What follows belongs to an exercise in optimizing a design on an open flow for small area; a production flow would make more cautious choices. Only simulation tests tie the RTL to the original design; equivalence was not proved. Power and IR drop assume default switching activity.

==> inputs of run a <==
Design cic5_group, start of the top module:
module cic5_group #(
    parameter LANES = 4
) (
    input  wire                clk,
    input  wire                rst,         
    input  wire [8:0]          cfg_r,       
    input  wire                bit_valid,
    input  wire [LANES-1:0]    bit_in,
    output reg                 out_valid,
    output wire [32*LANES-1:0] out_data,
    output wire [LANES-1:0]    out_ovr
);
Settings: LEC_CHECK=0, CAP_MARGIN=20, CORE_MARGIN=2, CORE_UTILIZATION=40, PLACE_DENSITY=0.6, SLEW_MARGIN=20; clock period 15.0 ns.
run.sh (not shown) runs the stock make flow with config.mk's settings and CLKGATE_MAP_FILE= SYNTH_SCRIPT=/design/flow/synth_recipe.tcl, a recipe that flattens the netlist after the stock synthesis.
==> run b: changes against run a <==
==> flow/design.v (replaced) <==
module cic5_f32 #(
    parameter INI = 0
) (
    input  wire        clk,
    input  wire        rst,
    input  wire        ph0,
    input  wire        ld,
    input  wire        yld,        
    input  wire [5:0]  ldig,
    input  wire [40:0] dval,
    input  wire        ini_step,
    input  wire        ini_bit,
    output reg         busy,
    output reg  [41:0] rem,
    output wire [31:0] result
);
    function automatic [21:0] add21(input [20:0] a, input [20:0] b, input ci);
        integer n;
        reg cc;
        begin
            cc = ci;
            for (n = 0; n < 21; n = n + 1) begin
                add21[n] = a[n] ^ b[n] ^ cc;
                cc = (a[n] & b[n]) | (a[n] & cc) | (b[n] & cc);
            end
            add21[21] = cc;
        end
    endfunction
    reg  [23:0] f;         
    reg  [5:0]  e6;        
    reg         sgn;
    reg         fnd;       
    reg         zacc;      
    reg         rz;        
    reg         rnd, rq;   
    wire        add  = (INI != 0 && ini_step) | rem[41] | (sgn & rz);
    wire [41:0] x    = {rem[40:0], 1'b0};
    wire [41:0] bop  = add ? {1'b0, dval} : ~{1'b0, dval};
    wire [21:0] lo = add21(x[20:0], bop[20:0], ~add);
    wire [21:0] h0 = add21(x[41:21], bop[41:21], 1'b0);
    wire [20:0] pre;
    assign pre[0] = lo[21];
    genvar g;
    generate for (g = 1; g < 21; g = g + 1) begin : g_pre
        assign pre[g] = lo[21] & (&h0[g-1:0]);
    end endgenerate
    wire [41:0] sum  = {h0[20:0] ^ pre, lo[20:0]};
    wire        sz   = (sum == 42'd0);
    wire        c    = sgn ? (sum[41] | sz) : ~sum[41];
    wire        ru   = c & (~sz | f[0]);
    wire [23:0] finc = {1'b0, f[22:0]} + {23'd0, rq};
    wire        yz   = (ph0 | zacc) & (ldig == 6'd0);
    generate
        if (INI != 0) begin : g_ini
            always @(posedge clk)
                rem <= ld ? {ldig, rem[41:6]} : ((ini_step & ~ini_bit) ? x : sum);
        end else begin : g_noini
            always @(posedge clk)
                rem <= ld ? {ldig, rem[41:6]} : sum;
        end
    endgenerate
    always @(posedge clk) begin
        rz <= ~ld & sz;
    end
    always @(posedge clk) begin
        if (rst) begin
            busy <= 1'b0;
        end else if (yld) begin
            zacc <= yz;
            sgn  <= ldig[5];
            busy <= ~yz;
            e6   <= yz ? 6'd0 : 6'd62;
            f    <= 24'd0;
            fnd  <= 1'b0;
            rnd  <= 1'b0;
        end else if (busy) begin
            if (!f[23]) begin
                f   <= {f[22:0], c};
                fnd <= fnd | c;
                if (!fnd && !c) e6 <= e6 - 6'd1;
            end else if (!rnd) begin
                rnd <= 1'b1;
                rq  <= ru;
            end else begin
                f[22:0] <= finc[22:0];
                e6      <= e6 + {5'd0, finc[23]};
                busy    <= 1'b0;
            end
        end
    end
    assign result = {sgn, 1'b0, f[23], e6, f[22:0]};
endmodule
module cic5_lane #(
    parameter INI = 0
) (
    input  wire        clk,
    input  wire        rst,
    input  wire        ph0,        
    input  wire        fresh,      
    input  wire        act,        
    input  wire        cact,       
    input  wire        xb,         
    input  wire [40:0] dval,       
    input  wire        ini_clr,    
    input  wire        ini_step,   
    input  wire        ini_bit,
    output wire        busy,
    output wire [41:0] rem,
    output wire [31:0] result
);
    wire [5:0] m = {6{~fresh}};
    function automatic [6:0] add6(input [5:0] a, input [5:0] b, input ci);
        integer n;
        reg cc;
        begin
            cc = ci;
            for (n = 0; n < 6; n = n + 1) begin
                add6[n] = a[n] ^ b[n] ^ cc;
                cc = (a[n] & b[n]) | (a[n] & cc) | (b[n] & cc);
            end
            add6[6] = cc;
        end
    endfunction
    reg  [41:0] i1, i2, i3, i4, i5;
    reg         k1, k2, k3, k4, k5;
    wire [6:0]  t1 = add6(i1[5:0] & m, {6{act & ~xb}}, ph0 ? (act & xb) : k1);
    wire [6:0]  t2 = add6(i2[5:0] & m, {6{act}} & t1[5:0], ~ph0 & k2);
    wire [6:0]  t3 = add6(i3[5:0] & m, {6{act}} & t2[5:0], ~ph0 & k3);
    wire [6:0]  t4 = add6(i4[5:0] & m, {6{act}} & t3[5:0], ~ph0 & k4);
    wire [6:0]  t5 = add6(i5[5:0] & m, {6{act}} & t4[5:0], ~ph0 & k5);
    reg  [41:0] d1, d2, d3, d4, d5;
    reg         b1, b2, b3, b4, b5;
    wire [5:0]  e1 = d1[5:0] & m, e2 = d2[5:0] & m, e3 = d3[5:0] & m,
                e4 = d4[5:0] & m, e5 = d5[5:0] & m;
    wire [6:0]  u1 = add6(t5[5:0], ~e1, ph0 | b1);
    wire [6:0]  u2 = add6(u1[5:0], ~e2, ph0 | b2);
    wire [6:0]  u3 = add6(u2[5:0], ~e3, ph0 | b3);
    wire [6:0]  u4 = add6(u3[5:0], ~e4, ph0 | b4);
    wire [6:0]  u5 = add6(u4[5:0], ~e5, ph0 | b5);
    always @(posedge clk) begin
        i1 <= {t1[5:0], i1[41:6]}; k1 <= t1[6];
        i2 <= {t2[5:0], i2[41:6]}; k2 <= t2[6];
        i3 <= {t3[5:0], i3[41:6]}; k3 <= t3[6];
        i4 <= {t4[5:0], i4[41:6]}; k4 <= t4[6];
        i5 <= {t5[5:0], i5[41:6]}; k5 <= t5[6];
        d1 <= {cact ? t5[5:0] : e1, d1[41:6]}; b1 <= u1[6];
        d2 <= {cact ? u1[5:0] : e2, d2[41:6]}; b2 <= u2[6];
        d3 <= {cact ? u2[5:0] : e3, d3[41:6]}; b3 <= u3[6];
        d4 <= {cact ? u3[5:0] : e4, d4[41:6]}; b4 <= u4[6];
        d5 <= {cact ? u4[5:0] : e5, d5[41:6]}; b5 <= u5[6];
    end
    cic5_f32 #(.INI(INI)) u_f32 (
        .clk      (clk),
        .rst      (rst),
        .ph0      (ph0),
        .ld       (cact | ini_clr),
        .yld      (cact),
        .ldig     (ini_clr ? 6'd0 : u5[5:0]),
        .dval     (dval),
        .ini_step (ini_step),
        .ini_bit  (ini_bit),
        .busy     (busy),
        .rem      (rem),
        .result   (result)
    );
endmodule
module cic5_group #(
    parameter LANES = 4
) (
    input  wire                clk,
    input  wire                rst,         
    input  wire [8:0]          cfg_r,       
    input  wire                bit_valid,
    input  wire [LANES-1:0]    bit_in,
    output reg                 out_valid,
    output wire [32*LANES-1:0] out_data,
    output reg  [LANES-1:0]    out_ovr
);
    reg  [2:0] ph;
    reg        fresh;
    wire       ph0 = (ph == 3'd0);
    wire       ph6 = (ph == 3'd6);
    always @(posedge clk) begin
        if (rst) begin
            ph    <= 3'd0;
            fresh <= 1'b1;
        end else begin
            ph <= ph6 ? 3'd0 : ph + 3'd1;
            if (ph6) fresh <= 1'b0;
        end
    end
    wire       bv   = bit_valid & ~rst;
    reg  [8:0] phase;
    wire [8:0] pinc = phase + 9'd1;
    wire       dec  = (pinc == cfg_r);
    reg                 pv, pdec, act, cact;
    reg  [LANES-1:0]    pb, xb;
    always @(posedge clk) begin
        if (rst) begin
            phase <= 9'd0;
            pv    <= 1'b0;
            act   <= 1'b0;
            cact  <= 1'b0;
        end else begin
            if (bv) phase <= dec ? 9'd0 : pinc;
            if (ph6) begin
                act  <= pv | bv;
                cact <= bv ? dec : (pv & pdec);
                xb   <= bv ? bit_in : pb;
                pv   <= 1'b0;
            end else if (bv) begin
                pv   <= 1'b1;
                pdec <= dec;
            end
        end
        if (bv) pb <= bit_in;
    end
    reg  [6:0]  ic;
    reg  [40:0] dval;
    wire [41:0] rem0;
    wire        ini_clr  = ~ic[6] & (ic[3:0] < 4'd7);
    wire        ini_step = ~ic[6] & (ic[3:0] >= 4'd7);
    wire        ini_bit  = cfg_r[~ic[3:0]];
    always @(posedge clk) begin
        if (rst) begin
            ic   <= 7'd0;
            dval <= {32'd0, cfg_r};
        end else begin
            if (ic != 7'd65) ic <= ic + 7'd1;
            if (ic[3:0] == 4'd0 && ic != 7'd0 && ic != 7'd65)
                dval <= rem0[40:0];
        end
    end
    reg  [4:0] thr;
    integer k;
    always @(*) begin
        thr = 5'd0;
        for (k = 0; k < 21; k = k + 1)
            if (cfg_r >= (25 * k) / 2 + 1) thr = k + 1;
    end
    reg  [10*LANES-1:0] cnt;        
    reg  [1:0]          sl;
    reg  [2:0]          win;
    reg                 wdec;
    wire                wact  = (win != 3'd0);
    wire                clr   = fresh & ~ph[2];       
    wire [4:0]          co    = cnt[4:0] & {5{~clr}};
    wire [4:0]          cz    = cnt[9:5] & {5{~clr}};
    wire                cb    = pb[sl];
    wire [4:0]          co_n  = co + {4'd0, cb & (co != thr)};
    wire [4:0]          cz_n  = cz + {4'd0, ~cb & (cz != thr)};
    wire [9:0]          slot  = ~wact ? {cz, co} : (wdec ? 10'd0 : {cz_n, co_n});
    always @(posedge clk) begin
        cnt <= {slot, cnt[10*LANES-1:10]};
        sl  <= sl + 2'd1;
        if (wact && wdec) out_ovr[sl] <= (co_n != thr) | (cz_n != thr);
        if (rst)
            win <= 3'd0;
        else if (bv) begin
            win  <= 3'd4;
            wdec <= dec;
        end else if (wact)
            win <= win - 3'd1;
    end
    wire [LANES-1:0] busy;
    reg              pend;
    always @(posedge clk) begin
        if (rst) begin
            pend      <= 1'b0;
            out_valid <= 1'b0;
        end else begin
            out_valid <= 1'b0;
            if (cact && ph6)
                pend <= 1'b1;
            else if (pend && busy == {LANES{1'b0}}) begin
                pend      <= 1'b0;
                out_valid <= 1'b1;
            end
        end
    end
    genvar i;
    generate
        for (i = 0; i < LANES; i = i + 1) begin : g_lane
            wire [41:0] rem;
            cic5_lane #(.INI(i == 0)) u_lane (
                .clk      (clk),
                .rst      (rst),
                .ph0      (ph0),
                .fresh    (fresh),
                .act      (act),
                .cact     (cact),
                .xb       (xb[i]),
                .dval     (dval),
                .ini_clr  (i == 0 ? ini_clr  : 1'b0),
                .ini_step (i == 0 ? ini_step : 1'b0),
                .ini_bit  (ini_bit),
                .busy     (busy[i]),
                .rem      (rem),
                .result   (out_data[32*i +: 32])
            );
        end
    endgenerate
    assign rem0 = g_lane[0].rem;
endmodule
==> flow/config.mk (replaced) <==
export PLATFORM = sky130hd
export DESIGN_NAME = cic5_group
export DESIGN_NICKNAME = cic5_group
export VERILOG_FILES = /design/flow/design.v
export SDC_FILE = /design/flow/constraint.sdc
export NUM_CORES = 4
export LEC_CHECK = 0
export CAP_MARGIN = 20
export CORE_MARGIN = 2
export CORE_UTILIZATION = 40
export CTS_CLUSTER_DIAMETER = 150
export CTS_CLUSTER_SIZE = 20
export PLACE_DENSITY = 0.6
export SLEW_MARGIN = 20
==> summary.txt <==
| item | run a | run b |
|---|---|---|
| Cell Pwr Density | 161 mW/mm^2 | 165 mW/mm^2 |
| HPWL Detailed | 114,000 um | 84,900 um |
| Worst Path Required | 15.56 ns | 15.49 ns |
| Critical Path Source Type | input port | flop |
| Slowest library cell on the worst path | clkdlybuf4s50_1 | a2111oi_2 |
| Combinational share of power | 0.211 | 0.263 |
| Combined area of the multi-input logic cells | 0.0335 sq mm | 0.0237 sq mm |
| Grt met3 use | 0.0300 | 0.0182 |
| Worst slew margin | 0.330 | 0.324 |
| Crit path kind | input port to flop | flop to flop |
| Sequential share of cell area | 0.485 | 0.578 |
| Met1 usage in global routing | 0.230 | 0.199 |
| Synth Area per Inst | 10.8 sq um | 12.4 sq um |
| Pint | 10.5 mW | 9.02 mW |
| Row Count | 164 | 154 |
| Setup slack at placement | 2.30 ns | 2.67 ns |
| Status | finished clean | finished clean |
| Ratio of routed vias to standard cells | 4.97 | 4.62 |
| Met2 Wirelength | 73,900 um | 57,500 um |
| Total power | 14.8 mW | 12.8 mW |
| Pin slew with the least headroom to its limit | 0.996 ns | 1.01 ns |
| Relative contribution of the clock network to total power | 0.369 | 0.252 |
| GR Layer Usage met2 | 0.256 | 0.226 |
| Vias in the first global route | 50.9k | 37.8k |

==> separate check: timing with driven ports <==
The flow's constraints put no driver on any port. The routed layouts listed below were extracted and timed again, unchanged, in two steps.
Step 1 assumes that a clkbuf_16 drives the clock port and a buf_2 every other input.
Step 2 moves the port delays by t, midway between the first and last clock arrival at a register: inputs arrive t later, outputs are due t later. That takes back most of the time a late clock gives input paths.
Three values: ideal, step 1, step 2; two values: the first two.
| run | shift t [ns] | setup slack, ns | hold slack, ns | worst setup path after step 2 | worst slew at a driven data input, ns |
|---|---|---|---|---|---|
| run a | 0.909 | 3.381 / 3.438 / 2.529 | 0.275 / 0.275 / 0.275 | input to register | 0.08 |
| run b | 0.815 | 2.740 / 2.740 / 2.740 | 0.298 / 0.298 / 0.298 | register to register | 0.03 |
After both steps every run listed still meets setup and hold. The setup slack of run a, which loses most, moves by +0.057 ns with the drivers and by -0.852 ns with both steps.
